This is an optimization exercise on Yosys and OpenROAD, whose aim is small area, a short achievable clock period and few clock cycles per item, not a production implementation.
Function was checked by simulation only, so behaviour that the tests miss may differ from the original.
Power figures rest on the tool's default switching activity, not on a simulated workload.

<file path="design/flow/design.v">
module ch_rank (
    input  wire [31:0] score,
    input  wire [1:0]  fmt,            
    input  wire        larger_better,  
    output wire        is_nan,
    output wire [32:0] rank
);
    localparam FMT_FP32 = 2'd0, FMT_BF16 = 2'd1, FMT_FP16 = 2'd2, FMT_INT32 = 2'd3;
    reg        nan;
    reg [31:0] v;     
    reg [31:0] key;   
    always @(*) begin
        case (fmt)
            FMT_FP32: begin
                nan = (&score[30:23]) && (|score[22:0]);
                v   = (score[30:0] == 31'd0) ? 32'd0 : score;
            end
            FMT_BF16: begin
                nan = (&score[14:7]) && (|score[6:0]);
                v   = (score[14:0] == 15'd0) ? 32'd0 : {score[15:0], 16'd0};
            end
            FMT_FP16: begin
                nan = (&score[14:10]) && (|score[9:0]);
                v   = (score[14:0] == 15'd0) ? 32'd0 : {score[15:0], 16'd0};
            end
            default: begin
                nan = 1'b0;
                v   = score;
            end
        endcase
        if (fmt == FMT_INT32)
            key = {~v[31], v[30:0]};
        else if (v[31])
            key = ~v;
        else
            key = {1'b1, v[30:0]};
    end
    assign is_nan = nan;
    assign rank   = nan ? {1'b1, 32'd0} : {1'b0, larger_better ? ~key : key};
endmodule
module ch_topk (
    input  wire        clk,
    input  wire        rst,
    input  wire        in_valid,
    output wire        in_ready,
    input  wire [1:0]  in_kind,        
    input  wire [47:0] in_id,
    input  wire [31:0] in_score,
    input  wire [4:0]  cfg_k,          
    input  wire [1:0]  cfg_fmt,        
    input  wire [1:0]  cfg_dist,
    input  wire        cfg_incl_nan,
    input  wire        cfg_dedup,
    output wire        out_valid,
    input  wire        out_ready,
    output wire [47:0] out_id,
    output wire [31:0] out_score,
    output wire        out_last,
    output wire [4:0]  out_count,
    output wire        out_short,
    output wire        out_ties,
    output wire        out_nan_included,
    output wire [15:0] out_tie_excess,
    output wire [15:0] out_dup_removed,
    output wire [15:0] out_dup_conflict,
    output wire [15:0] out_nan_excluded,
    output wire [15:0] out_sentinel_in
);
    localparam K = 16;
    localparam [1:0] KIND_ENTRY = 2'd0, KIND_OPEN = 2'd1, KIND_CLOSE = 2'd2;
    localparam [1:0] ST_IDLE = 2'd0, ST_COLLECT = 2'd1, ST_OUTPUT = 2'd2;
    localparam [47:0] SENTINEL = 48'hFFFF_FFFF_FFFF;
    localparam [1:0] FMT_FP32 = 2'd0, FMT_BF16 = 2'd1, FMT_FP16 = 2'd2, FMT_INT32 = 2'd3;
    reg [1:0]  state;
    reg [4:0]  k_q;
    reg [1:0]  fmt_q;
    reg [1:0]  dist_q;
    reg        incl_nan_q;
    reg        dedup_q;
    reg [K*48-1:0] s_id;
    reg [K*32-1:0] s_sc;
    reg [K-1:0]    s_v;
    reg [4:0]      n_held;
    reg [15:0] tie_q, dup_rm_q, dup_cf_q, nan_ex_q, sent_q;
    reg        nan_incl_q;
    reg [4:0]  beat;
    wire larger_better = ~dist_q[1];
    wire        e_nan;
    wire [32:0] e_rank;
    ch_rank u_rank_e (.score(in_score), .fmt(fmt_q), .larger_better(larger_better),
                      .is_nan(e_nan), .rank(e_rank));
    wire [K*33-1:0] s_rank;
    wire [K-1:0]    s_nan;
    genvar g;
    generate
        for (g = 0; g < K; g = g + 1) begin : g_rank
            ch_rank u_rank (.score(s_sc[g*32 +: 32]), .fmt(fmt_q), .larger_better(larger_better),
                            .is_nan(s_nan[g]), .rank(s_rank[g*33 +: 33]));
        end
    endgenerate
    reg [K-1:0] ahead;     
    reg [K-1:0] same_rank;  
    reg [K-1:0] twin;      
    reg [K-1:0] wsel;       
    reg [K-1:0] first_free;
    integer j;
    wire [K-1:0]    v_prev      = {s_v[K-2:0], 1'b1};
    wire [K-1:0]    sv_prev     = {s_v[K-2:0], 1'b0};
    wire [K-1:0]    ahead_prev = {ahead[K-2:0], 1'b1};
    wire [K-1:0]    at          = ~ahead & ahead_prev;   
    wire [K*48-1:0] id_prev     = {s_id[K*48-49:0], 48'd0};
    wire [K*32-1:0] sc_prev     = {s_sc[K*32-33:0], 32'd0};
    always @(*) begin
        for (j = 0; j < K; j = j + 1) begin
            ahead[j]     = s_v[j] && ({s_rank[j*33 +: 33], s_id[j*48 +: 48]} <= {e_rank, in_id});
            same_rank[j]  = s_v[j] && (s_rank[j*33 +: 33] == e_rank);
            twin[j]      = s_v[j] && dedup_q && (s_id[j*48 +: 48] == in_id);
            wsel[j]       = (j == k_q - 5'd1);
            first_free[j] = !s_v[j] && v_prev[j];
        end
    end
    wire full      = |(s_v & wsel);
    wire any_match = |twin;
    wire dup_equal = |(twin & same_rank);
    wire dup_wins  = |(twin & ~ahead);    
    wire w_le_e    = |(wsel & ahead);      
    wire w_tie     = |(wsel & same_rank);
    wire [K-1:0] wsel_next = {1'b0, wsel[K-1:1]};
    reg [32:0] rank_w, rank_w1;
    always @(*) begin
        rank_w  = 33'd0;
        rank_w1 = 33'd0;
        for (j = 0; j < K; j = j + 1) begin
            if (wsel[j])
                rank_w = s_rank[j*33 +: 33];
            if (wsel_next[j])
                rank_w1 = s_rank[j*33 +: 33];
        end
    end
    wire take       = in_valid && in_ready && state == ST_COLLECT && in_kind == KIND_ENTRY;
    wire is_sent    = in_id == SENTINEL;
    wire nan_drop   = !is_sent && e_nan && !incl_nan_q;
    wire dup        = !is_sent && !nan_drop && any_match;
    wire plain      = !is_sent && !nan_drop && !any_match;
    wire discard    = plain && full && w_le_e;
    wire do_replace = dup && !dup_equal && dup_wins;
    wire do_insert  = plain && !discard;
    wire evict      = do_insert && full;
    wire [K-1:0] rmv = do_replace ? twin : (full ? wsel : first_free);
    reg  [K-1:0] upto;   
    always @(*) begin
        upto[K-1] = rmv[K-1];
        for (j = K - 2; j >= 0; j = j - 1)
            upto[j] = upto[j+1] | rmv[j];
    end
    wire        e_at_w    = |(wsel & at);
    wire [32:0] rank_nw   = e_at_w ? e_rank : rank_w1;
    wire out_fire = out_valid && out_ready;
    wire last_beat = beat == k_q - 5'd1;
    reg [31:0] worst_score;
    always @(*) begin
        case (fmt_q)
            FMT_FP32:  worst_score = larger_better ? 32'hFF80_0000 : 32'h7F80_0000;
            FMT_BF16:  worst_score = larger_better ? 32'h0000_FF80 : 32'h0000_7F80;
            FMT_FP16:  worst_score = larger_better ? 32'h0000_FC00 : 32'h0000_7C00;
            default:   worst_score = larger_better ? 32'h8000_0000 : 32'h7FFF_FFFF;
        endcase
    end
    always @(posedge clk) begin
        if (rst) begin
            state  <= ST_IDLE;
            s_v    <= {K{1'b0}};
            n_held <= 5'd0;
            beat   <= 5'd0;
        end else begin
            case (state)
                ST_IDLE: begin
                    if (in_valid && in_kind == KIND_OPEN)
                        state <= ST_COLLECT;
                end
                ST_COLLECT: begin
                    if (in_valid && in_kind == KIND_CLOSE) begin
                        state <= ST_OUTPUT;
                        beat  <= 5'd0;
                    end
                end
                default: begin
                    if (out_fire) begin
                        beat <= beat + 5'd1;
                        if (last_beat)
                            state <= ST_IDLE;
                    end
                end
            endcase
            if (in_valid && in_ready && in_kind == KIND_OPEN) begin
                s_v    <= {K{1'b0}};
                n_held <= 5'd0;
            end else if (take && (do_insert || do_replace)) begin
                for (j = 0; j < K; j = j + 1) begin
                    if (ahead[j]) begin
                    end else if (at[j]) begin
                        s_v[j] <= 1'b1;
                    end else if (upto[j]) begin
                        s_v[j] <= sv_prev[j];
                    end
                end
                if (do_insert && !full)
                    n_held <= n_held + 5'd1;
            end else if (out_fire) begin
                s_v <= {1'b0, s_v[K-1:1]};
            end
        end
    end
    always @(posedge clk) begin
        if (in_valid && in_ready && in_kind == KIND_OPEN) begin
            k_q        <= cfg_k;
            fmt_q      <= cfg_fmt;
            dist_q     <= cfg_dist;
            incl_nan_q <= cfg_incl_nan;
            dedup_q    <= cfg_dedup;
            tie_q      <= 16'd0;
            dup_rm_q   <= 16'd0;
            dup_cf_q   <= 16'd0;
            nan_ex_q   <= 16'd0;
            sent_q     <= 16'd0;
        end else if (take) begin
            if (is_sent)
                sent_q <= sent_q + 16'd1;
            if (nan_drop)
                nan_ex_q <= nan_ex_q + 16'd1;
            if (dup)
                dup_rm_q <= dup_rm_q + 16'd1;
            if (dup && !dup_equal)
                dup_cf_q <= dup_cf_q + 16'd1;
            if (discard && w_tie)
                tie_q <= tie_q + 16'd1;
            if (evict)
                tie_q <= (rank_w == rank_nw) ? tie_q + 16'd1 : 16'd0;
        end
        if (take && (do_insert || do_replace)) begin
            for (j = 0; j < K; j = j + 1) begin
                if (ahead[j]) begin
                end else if (at[j]) begin
                    s_id[j*48 +: 48] <= in_id;
                    s_sc[j*32 +: 32] <= in_score;
                end else if (upto[j]) begin
                    s_id[j*48 +: 48] <= id_prev[j*48 +: 48];
                    s_sc[j*32 +: 32] <= sc_prev[j*32 +: 32];
                end
            end
        end else if (state == ST_OUTPUT && out_fire) begin
            s_id <= {48'd0, s_id[K*48-1:48]};
            s_sc <= {32'd0, s_sc[K*32-1:32]};
        end
        if (state == ST_COLLECT && in_valid && in_kind == KIND_CLOSE)
            nan_incl_q <= |(s_v & s_nan);
    end
    assign in_ready         = state != ST_OUTPUT;
    assign out_valid        = state == ST_OUTPUT;
    assign out_id           = s_v[0] ? s_id[47:0] : SENTINEL;
    assign out_score        = s_v[0] ? s_sc[31:0] : worst_score;
    assign out_last         = last_beat;
    assign out_count        = n_held;
    assign out_short        = n_held < k_q;
    assign out_ties         = tie_q != 16'd0;
    assign out_nan_included = nan_incl_q;
    assign out_tie_excess   = tie_q;
    assign out_dup_removed  = dup_rm_q;
    assign out_dup_conflict = dup_cf_q;
    assign out_nan_excluded = nan_ex_q;
    assign out_sentinel_in  = sent_q;
endmodule
</file>
<file path="design/flow/run.sh">
#!/bin/bash
# synth_recipe.tcl (not shown) runs the flow's synth.tcl, then flattens the netlist and writes it again
# the make line also repeats each setting of config.mk as NAME=value (left out here)
make -C /OpenROAD-flow-scripts/flow DESIGN_CONFIG=/design/flow/config.mk WORK_HOME=/design/flow/orfs CLKGATE_MAP_FILE= SYNTH_SCRIPT=/design/flow/synth_recipe.tcl finish
</file>
<file path="design/flow/config.mk">
export PLATFORM = sky130hd
export DESIGN_NAME = ch_topk
export DESIGN_NICKNAME = ch_topk
export VERILOG_FILES = /design/flow/design.v
export SDC_FILE = /design/flow/constraint.sdc
export NUM_CORES = 4
export LEC_CHECK = 0
export CAP_MARGIN = 35
export CORE_MARGIN = 2
export CORE_UTILIZATION = 30
export SLEW_MARGIN = 35
</file>
<file path="design/flow/constraint.sdc">
create_clock -name core_clock -period 13.0 [get_ports {clk}]
set_input_delay 2.6000 -clock core_clock [delete_from_list [all_inputs] [get_ports {clk}]]
set_output_delay 2.6000 -clock core_clock [all_outputs]
set_load 0.01 [all_outputs]
</file>
==> impl_metrics.ini <==
[power]
p_int_mw = 9.16
peakVddDrop_uv = 98.9
swShare_pct = 38.0
leakagePower_nw = 59.2
p_total_mw = 14.8
clkPwrFrac_pct = 34.2
p_comb_share_pct = 32.2
sequentialPowerShare_pct = 33.6
switching_power_mw = 5.62
power.density_cell_area_mw_per_mm2 = 98.8

[cells_and_area]
syn_to_final_growth_pct = 18.5
drive_gt1_share_pct = 11.2
nNetsFinal = 16700
final_cell_mix = nand2_1, o21ai_0, edfxtp_1
final_common_cell = nand2_1
fin_util_pct = 35.6

[global_routing]
overflow = 0
grt_antenna_before_repair = 84
grt_pass1_vias = 123000
track_usage_pct = 38.4
grt_pass1_wl_microns = 1120000
grt_max_degree = 88

[timing]
fmax_mhz = 87.2
tns_ns = 0
slew_headroom_pct = 15.1
fin_crit_sh_pct = 88.3
slew_viol_final = 0
tightestPinTransition_ns = 1.27
hold_ws_ns = 0.504
skew_ns = 0.0944
rsz0062_at_grt = no
hold_violations = 0
period_needed_ns = 11.47
setup_viol = 0

[drt]
post_drt_wl_per_cell_microns = 40.5
vias_per_cell = 6.40
wirelength_microns = 852000
first_pass_iters = 11
drt_iter0_markers = 21800
drtAntennaViolNets = 0
vias = 135000
drc = 0

[clock_network]
cts_buffer_depth = 4
cts_buffers = 173
ctsHoldBuffers = 0
cts-root-buf = clkbuf_16
clkSinkCount = 1399
worst_skew_pair.late_latency_ns = 0.95
path_clk_slew_ns = 0.06
cts_resized = 0
htreeDepth = 4
post-cts-setup-buffers = 0
cts_tree = yes

[floorplan]
start_util_pct = 30.1
die-height_microns = 653
die_area_sq_mm = 0.426
core_area_sq_mm = 0.420
row_count = 238
io_pins = 268
die_w_microns = 653

[setup_path]
critPathKind = input port to flip-flop
critPathMostFrequentCell = buf_4
path_max_fanout = 12
critical_path_required_ns = 13.80
worst_setup_path_end_kind = flip-flop
crit_slowest_cell = or4_1
crit_path_max_incr_delay_ns = 0.53
crit_family = simple AND/OR/NAND/NOR gates
arrival_ns = 12.27
start_kind = input port
crit_buf_inv = 15

[synthesis]
syn_area_sq_mm = 0.126
async_flop_share_pct = 0
synthFlopType = edfxtp_1
synth_seq_cells = 1399
syn_inst = 14700
synth_cell_type_count = 109
synth_edf_count = 1291
yosysSeqAreaShare_pct = 32.4
yosys_warnings = 2
syn_nets = 16100
avgSynthCellArea_sq_um = 8.58

[placed_design]
dp_hpwl_microns = 673000
routabilityCongestion = 1.14
io_buffers = 266

[job]
drv_cap = 0

[worst_hold_path]
hold_path.class = flip-flop to flip-flop

[outcome]
status = finished clean
-- sequential cells by signal (all words and copies together) (netlist names) --
name,count
incl_nan_q,1
s_v,16
beat,5
s_id,768
sent_q,16
dist_q,1
tie_q,16
dup_cf_q,16
n_held,5
nan_incl_q,1
k_q,5
s_sc,512
state,2
fmt_q,2
dedup_q,1
dup_rm_q,16
nan_ex_q,16
-- worst paths after layout --
path                from        end  slack [ns]  cells past startpoint
min             state[0]   state[0]        0.50                      2
max reg2reg     fmt_q[0]  tie_q[15]        2.32                     36
max          in_score[2]   tie_q[0]        1.53                     40
min reg2reg     state[0]   state[0]        0.50                      2
-- per-layer routing --
metal | global-route usage, % | up-vias | wire length (microns)
met3 | 12.1 | 2318 | 98600
met5 | 0 | - | 290
li1 | - | 56500 | -
met2 | 55.7 | 9236 | 351000
met4 | 28.5 | 35 | 78300
met1 | 47.4 | 66500 | 324000
-- final cells by class --
class,count,area [sq um]
Tap cell,5520,6910
Clock inverter,107,1090
Timing Repair Buffer,1405,13200
Sequential cell,1399,40900
Multi-Input combinational cell,12100,81800
Inverter,212,796
Fill cell,43400,270000
Clock buffer,210,4560
Antenna cell,73,183
-- power groups by stage --
| stage | Combinational, mW | Clock [mW] | Sequential [mW] |
|---|---|---|---|
| floorplan | 2.18 | 0 | 5.02 |
| global placement | 4.50 | 0 | 5.05 |
| detailed placement | 4.48 | 0 | 5.05 |
| CTS | 4.50 | 5.08 | 4.96 |
| global route | 4.86 | 5.23 | 4.96 |
| finish | 4.77 | 5.05 | 4.96 |
-- Yosys cell counts, types with 89 or more instances --
library cell / instances / area [sq um]
a211oi_1: 140 / 1050
a21o_1: 283 / 2120
a21oi_1: 872 / 4360
a22oi_1: 281 / 2110
buf_2: 176 / 881
clkbuf_1: 742 / 2790
dfxtp_1: 108 / 2160
edfxtp_1: 1291 / 38800
ha_1: 1289 / 16100
inv_1: 158 / 593
mux2i_1: 951 / 9520
nand2_1: 2033 / 7630
nand2b_1: 101 / 632
nand3_1: 272 / 1360
nand4_1: 394 / 2460
nor2_1: 1286 / 4830
nor2b_1: 97 / 607
nor3_1: 247 / 1240
nor4_1: 139 / 870
o211ai_1: 89 / 668
o21ai_0: 1640 / 8210
o221ai_1: 89 / 780
o22ai_1: 112 / 701
xnor2_1: 349 / 3060
xor2_1: 211 / 1850
-- cell families after synthesis --
logic type	after synthesis	synth area share, %
AND/OR/NAND/NOR	5044	18.3
AO/OA/AOI/OAI	4226	20.7
adder cells (fa/ha/maj)	1296	12.8
flip-flops	1399	32.4
multiplexers	965	7.67
XOR/XNOR	583	4.29
buffers and inverters	1207	3.78
-- worst reg2reg max path, delay by kind of cell, from the launching register on --
kind                       cells  cell delay, ns
buffers and inverters         10            2.48
adders and majority gates      2            0.89
and+or+nand+nor               11            3.79
DFF                            1            0.42
AOI/OAI and AO/OA             12            2.90
xor gates and xnor gates       1            0.18
-- stage by stage --
stage	cell area (sq um)	instances	setup WS (ns)
after floorplan	126000	14700	0.650
final	150000	21000	1.53
after detailed placement	143000	20600	0.885
after global routing	149000	21000	1.36
after global placement	143000	20600	0.690
after CTS	149000	21000	1.81
Testbench counts, summed over its fixed seeds: cycles 17,233, items 14,404.

port drivers added, routing unchanged:
The flow's constraints put no driver on any port. The routed layout listed below was extracted and timed again, unchanged, in two steps. Step 1 sets driving cells, clkbuf_16 on the clock port and buf_2 on the other inputs (assumed; they add their load-dependent delay and slew). Step 2 times the ports against the registers' clock, not the clock port: input delays grow and output delays shrink by t, the midpoint of the rising clock arrivals with the driver on. Three values: ideal ports, drivers, drivers and shift; two values: the first two.
shift t [ns]: 1.014
setup WS [ns]: 1.527 / 1.606 / 0.592
hold slack, ns: 0.504 / 0.504 / 0.504
latest minus earliest clock arrival (ns): 0.095 / 0.094
cell pins on the clock port's net: 1
After both steps setup and hold are still met in this run. For this run, drivers alone change the setup slack by +0.079 ns; drivers and shift together by -0.935 ns.
